Context: an optimization exercise on an open-source flow, tuned for small area. The choices shown serve that exercise and are no tape-out recipe. The RTL was checked by simulation tests, not by an equivalence proof against the original design.

## sierra
// serve_code_gen
module serve_code_gen (
    input  wire         clk,
    input  wire         rst,           
    input  wire         start,
    output wire         ready,
    input  wire [255:0] key,           
    input  wire [31:0]  frame,
    input  wire [15:0]  line,
    input  wire [2:0]   head_id,
    input  wire [63:0]  nonce,
    input  wire [3:0]   bits,
    input  wire [1:0]   phases_log2,
    input  wire [2:0]   phase,
    output reg          out_valid,
    output wire [2:0]   out_index,
    output wire [119:0] offsets        
);
export LEC_CHECK = 0
export CAP_MARGIN = 20
export CORE_MARGIN = 2
export CORE_UTILIZATION = 40
export PLACE_DENSITY = 0.6
export SLEW_MARGIN = 20
create_clock -name core_clock -period 10.0 [get_ports {clk}]
standard.sh (not shown) runs the stock make flow with config.mk's settings and CLKGATE_MAP_FILE= SYNTH_SCRIPT=/design/flow/synth_recipe.tcl, a recipe that flattens the netlist after the stock synthesis.
==> flow/flow/run.sh <==
#!/bin/bash
# Layout flow: the standard layout, with the synthesis step run first with
# an ABC mapping script that keeps the XOR structure of the S-box and
# MixColumns logic (the standard script's SOP balancing flattens it).
# Registers, their names and cell types are those of the standard synthesis:
# only the combinational mapping differs.
set -euo pipefail
W=$(pwd)

# port buffers: the smallest buffer cell; clock tree: small clock buffers
export BUFFER_PORTS_ARGS="-buffer_cell sky130_fd_sc_hd__buf_1"
export CTS_ARGS="-sink_clustering_enable -repair_clock_nets -dont_use_dummy_load -buf_list sky130_fd_sc_hd__clkbuf_4 -sink_clustering_size 8 -sink_clustering_max_diameter 50"

# The standard flow's synthesis script, with every abc call given flow/map.abc
{
  cat <<EOT
proc abc {args} {
  set i [lsearch \$args -script]
  if {\$i >= 0} { set args [lreplace \$args [expr {\$i + 1}] [expr {\$i + 1}] $W/flow/map.abc] }
  yosys abc {*}\$args
}
EOT
  cat "$W/synth_recipe.tcl"
} > "$W/own_synth.tcl"

# the standard make command, for the synth target and with the script above
cmd=$(grep '^make ' "$W/standard.sh")
cmd=${cmd//SYNTH_SCRIPT=/SYNTH_SCRIPT_UNUSED=}
cmd=${cmd/\"\$\{@:-finish\}\"/SYNTH_SCRIPT=$W/own_synth.tcl synth}
echo "$cmd" > "$W/own_synth_cmd.txt"
eval "$cmd" > "$W/synth.log" 2>&1

# the rest of the standard layout (floorplan .. finish), reusing that synthesis
bash "$W/standard.sh" > "$W/layout.log" 2>&1
==> flow/flow/map.abc <==
&get -n
&st
&dch
&nf -R 1000
&put
[inputs] xenon vs sierra
--- a/flow/flow/run.sh
+++ b/flow/flow/run.sh
@@ -12 +12 @@
-export CTS_ARGS="-sink_clustering_enable -repair_clock_nets -dont_use_dummy_load -buf_list sky130_fd_sc_hd__clkbuf_4 -sink_clustering_size 8 -sink_clustering_max_diameter 50"
+export CTS_ARGS="-sink_clustering_enable -repair_clock_nets -dont_use_dummy_load -buf_list sky130_fd_sc_hd__clkbuf_8 -sink_clustering_size 14 -sink_clustering_max_diameter 60"
==> run notes <==
Delta (xenon minus sierra): critical path depth level, sequential share of layout area fell by 0.22 points, number of buffers inserted during clock tree synthesis lower.
xenon -> sierra: sequential cell count delta 0, exact match
Final critical-path setup slack, sierra and xenon: larger value in xenon
### xenon -> amber
--- a/flow/flow/run.sh
+++ b/flow/flow/run.sh
@@ -2,5 +2,9 @@
-# Layout flow: the standard layout, with the synthesis step run first with
-# an ABC mapping script that keeps the XOR structure of the S-box and
-# MixColumns logic (the standard script's SOP balancing flattens it).
-# Registers, their names and cell types are those of the standard synthesis:
-# only the combinational mapping differs.
+# Layout flow: the standard layout (standard.sh), with three changes:
+#  - synthesis runs first with an ABC mapping script (flow/map.abc) that keeps
+#    the XOR structure of the S-box and MixColumns logic; registers, their
+#    names and cell types are those of the standard synthesis, only the
+#    combinational mapping differs;
+#  - every input and output port still gets its own buffer, but of the
+#    smallest buffer cell;
+#  - the clock tree uses clkbuf_4 buffers, clusters of up to 8 flip-flops and
+#    no dummy loads.
@@ -10 +13,0 @@
-# port buffers: the smallest buffer cell; clock tree: small clock buffers
@@ -12 +15 @@
-export CTS_ARGS="-sink_clustering_enable -repair_clock_nets -dont_use_dummy_load -buf_list sky130_fd_sc_hd__clkbuf_8 -sink_clustering_size 14 -sink_clustering_max_diameter 60"
+export CTS_ARGS="-sink_clustering_enable -repair_clock_nets -dont_use_dummy_load -buf_list sky130_fd_sc_hd__clkbuf_4 -sink_clustering_size 8 -sink_clustering_max_diameter 50"
==> run notes <==
- Comparing xenon with amber, the detailed-route wire length came out essentially unchanged.
- On worst hold margin, the lower figure sits with xenon, not amber.
- Compared with xenon, amber ends up with less cell area.

serve_code_gen, a different RTL version from the one above (not shown whole).
Size: roughly 560 flip-flops, roughly 510 I/O pins, ~0.020 mm2 of cells after synthesis.
clock: 10.0 ns
lec_check: 0
cap_margin: 20
core_margin: 2
core_utilization: 40
place_density: 0.6
slew_margin: 20
==> flow/flow/run.sh <==
#!/bin/bash
# Layout flow: the standard layout (standard.sh), with three changes:
#  - synthesis runs first with an ABC mapping script (flow/map.abc) that keeps
#    the XOR structure of the S-box and MixColumns logic; registers, their
#    names and cell types are those of the standard synthesis, only the
#    combinational mapping differs;
#  - every input and output port still gets its own buffer, but of the
#    smallest buffer cell;
#  - the clock tree uses clkbuf_4 buffers, clusters of up to 9 flip-flops and
#    no dummy loads.
set -euo pipefail
W=$(pwd)

export BUFFER_PORTS_ARGS="-buffer_cell sky130_fd_sc_hd__buf_1"
export CTS_ARGS="-sink_clustering_enable -repair_clock_nets -dont_use_dummy_load -buf_list sky130_fd_sc_hd__clkbuf_2 sky130_fd_sc_hd__clkbuf_4 -sink_clustering_size 9 -sink_clustering_max_diameter 45"

# The standard flow's synthesis script, with every abc call given flow/map.abc
{
  cat <<EOT
proc abc {args} {
  set i [lsearch \$args -script]
  if {\$i >= 0} { set args [lreplace \$args [expr {\$i + 1}] [expr {\$i + 1}] $W/flow/map.abc] }
  yosys abc {*}\$args
}
EOT
  cat "$W/synth_recipe.tcl"
} > "$W/own_synth.tcl"

# the standard make command, for the synth target and with the script above
cmd=$(grep '^make ' "$W/standard.sh")
cmd=${cmd//SYNTH_SCRIPT=/SYNTH_SCRIPT_UNUSED=}
cmd=${cmd/\"\$\{@:-finish\}\"/SYNTH_SCRIPT=$W/own_synth.tcl synth}
echo "$cmd" > "$W/own_synth_cmd.txt"
eval "$cmd" > "$W/synth.log" 2>&1

# the rest of the standard layout (floorplan .. finish), reusing that synthesis
bash "$W/standard.sh" > "$W/layout.log" 2>&1
Scripts as last shown in full above: flow/flow/map.abc
The first run never finished: it broke off in clock tree synthesis (4_1_cts).
Edit:
--- a/flow/flow/run.sh
+++ b/flow/flow/run.sh
@@ -7,5 +7,5 @@
 #  - every input and output port still gets its own buffer, but of the
 #    smallest buffer cell;
-#  - the clock tree uses clkbuf_4 buffers, clusters of up to 9 flip-flops and
+#  - the clock tree uses clkbuf_4 buffers, clusters of up to 10 flip-flops and
 #    no dummy loads.
 set -euo pipefail
@@ -13,5 +13,5 @@
 
 export BUFFER_PORTS_ARGS="-buffer_cell sky130_fd_sc_hd__buf_1"
-export CTS_ARGS="-sink_clustering_enable -repair_clock_nets -dont_use_dummy_load -buf_list sky130_fd_sc_hd__clkbuf_2 sky130_fd_sc_hd__clkbuf_4 -sink_clustering_size 9 -sink_clustering_max_diameter 45"
+export CTS_ARGS="-sink_clustering_enable -repair_clock_nets -dont_use_dummy_load -buf_list sky130_fd_sc_hd__clkbuf_4 -sink_clustering_size 10 -sink_clustering_max_diameter 45"
 
 # The standard flow's synthesis script, with every abc call given flow/map.abc
What happened: The changed run finished with timing, DRC and antenna clean; synthesized area does not change; synthesized cell count is unchanged.
Edit:
--- a/flow/flow/run.sh
+++ b/flow/flow/run.sh
@@ -7,5 +7,5 @@
 #  - every input and output port still gets its own buffer, but of the
 #    smallest buffer cell;
-#  - the clock tree uses clkbuf_4 buffers, clusters of up to 10 flip-flops and
+#  - the clock tree uses clkbuf_4 buffers, clusters of up to 9 flip-flops and
 #    no dummy loads.
 set -euo pipefail
@@ -13,5 +13,5 @@
 
 export BUFFER_PORTS_ARGS="-buffer_cell sky130_fd_sc_hd__buf_1"
-export CTS_ARGS="-sink_clustering_enable -repair_clock_nets -dont_use_dummy_load -buf_list sky130_fd_sc_hd__clkbuf_4 -sink_clustering_size 10 -sink_clustering_max_diameter 45"
+export CTS_ARGS="-sink_clustering_enable -repair_clock_nets -dont_use_dummy_load -buf_list sky130_fd_sc_hd__clkbuf_4 -sink_clustering_size 9 -sink_clustering_max_diameter 45"
 
 # The standard flow's synthesis script, with every abc call given flow/map.abc
Result: Design area stays flat; die area stays the same.
Edit:
--- a/flow/flow/run.sh
+++ b/flow/flow/run.sh
@@ -13,5 +13,5 @@
 
 export BUFFER_PORTS_ARGS="-buffer_cell sky130_fd_sc_hd__buf_1"
-export CTS_ARGS="-sink_clustering_enable -repair_clock_nets -dont_use_dummy_load -buf_list sky130_fd_sc_hd__clkbuf_4 -sink_clustering_size 9 -sink_clustering_max_diameter 45"
+export CTS_ARGS="-sink_clustering_enable -repair_clock_nets -dont_use_dummy_load -buf_list sky130_fd_sc_hd__clkbuf_4 -sink_clustering_size 10 -sink_clustering_max_diameter 45"
 
 # The standard flow's synthesis script, with every abc call given flow/map.abc
Result:
- The changed run produced a clean layout
- clock-buffer cell count decreases by 7
- die area does not change
- cell count falls by about 0.32%
- sequential cell count does not change
- final area barely changes
- clock skew came out higher by 4.2 ps
- wire length hardly moves
- critical path depth stays the same

[port drivers added, routing unchanged]
No port has a modelled driver above. Below, the same layouts with a new extraction and two added sets of constraints.
Step 1: set_driving_cell puts a clkbuf_16 on clk and a buf_2 on each other input, an assumption about the parent block.
Step 2 adds t to the input delays and takes it off the output delays; t is the mean of the earliest and latest rising clock arrival at the registers after step 1. Input paths then give back, and output paths get back, about the clock's delay inside the block.
a / b / c = ideal / step 1 / step 2; a / b = the first two.
run | t (ns) | setup slack, ns | latest minus earliest clock arrival (ns) | worst register clock-pin slew, ns
sierra | 0.850 | 2.013 / 2.013 / 2.013 | 0.104 / 0.105 | 0.10 / 0.10
xenon | 0.681 | 2.017 / 2.017 / 2.017 | 0.074 / 0.074 | 0.09 / 0.09
amber | 0.850 | 2.013 / 2.013 / 2.013 | 0.104 / 0.105 | 0.10 / 0.10
the second run of note 2 | 0.838 | 1.600 / 1.600 / 1.600 | 0.091 / 0.090 | 0.11 / 0.11
the third run of note 2 | 0.824 | 1.606 / 1.606 / 1.606 | 0.110 / 0.110 | 0.11 / 0.11
the fourth run of note 2 | 0.838 | 1.600 / 1.600 / 1.600 | 0.091 / 0.090 | 0.11 / 0.11
After both steps setup and hold are still met in every run listed.
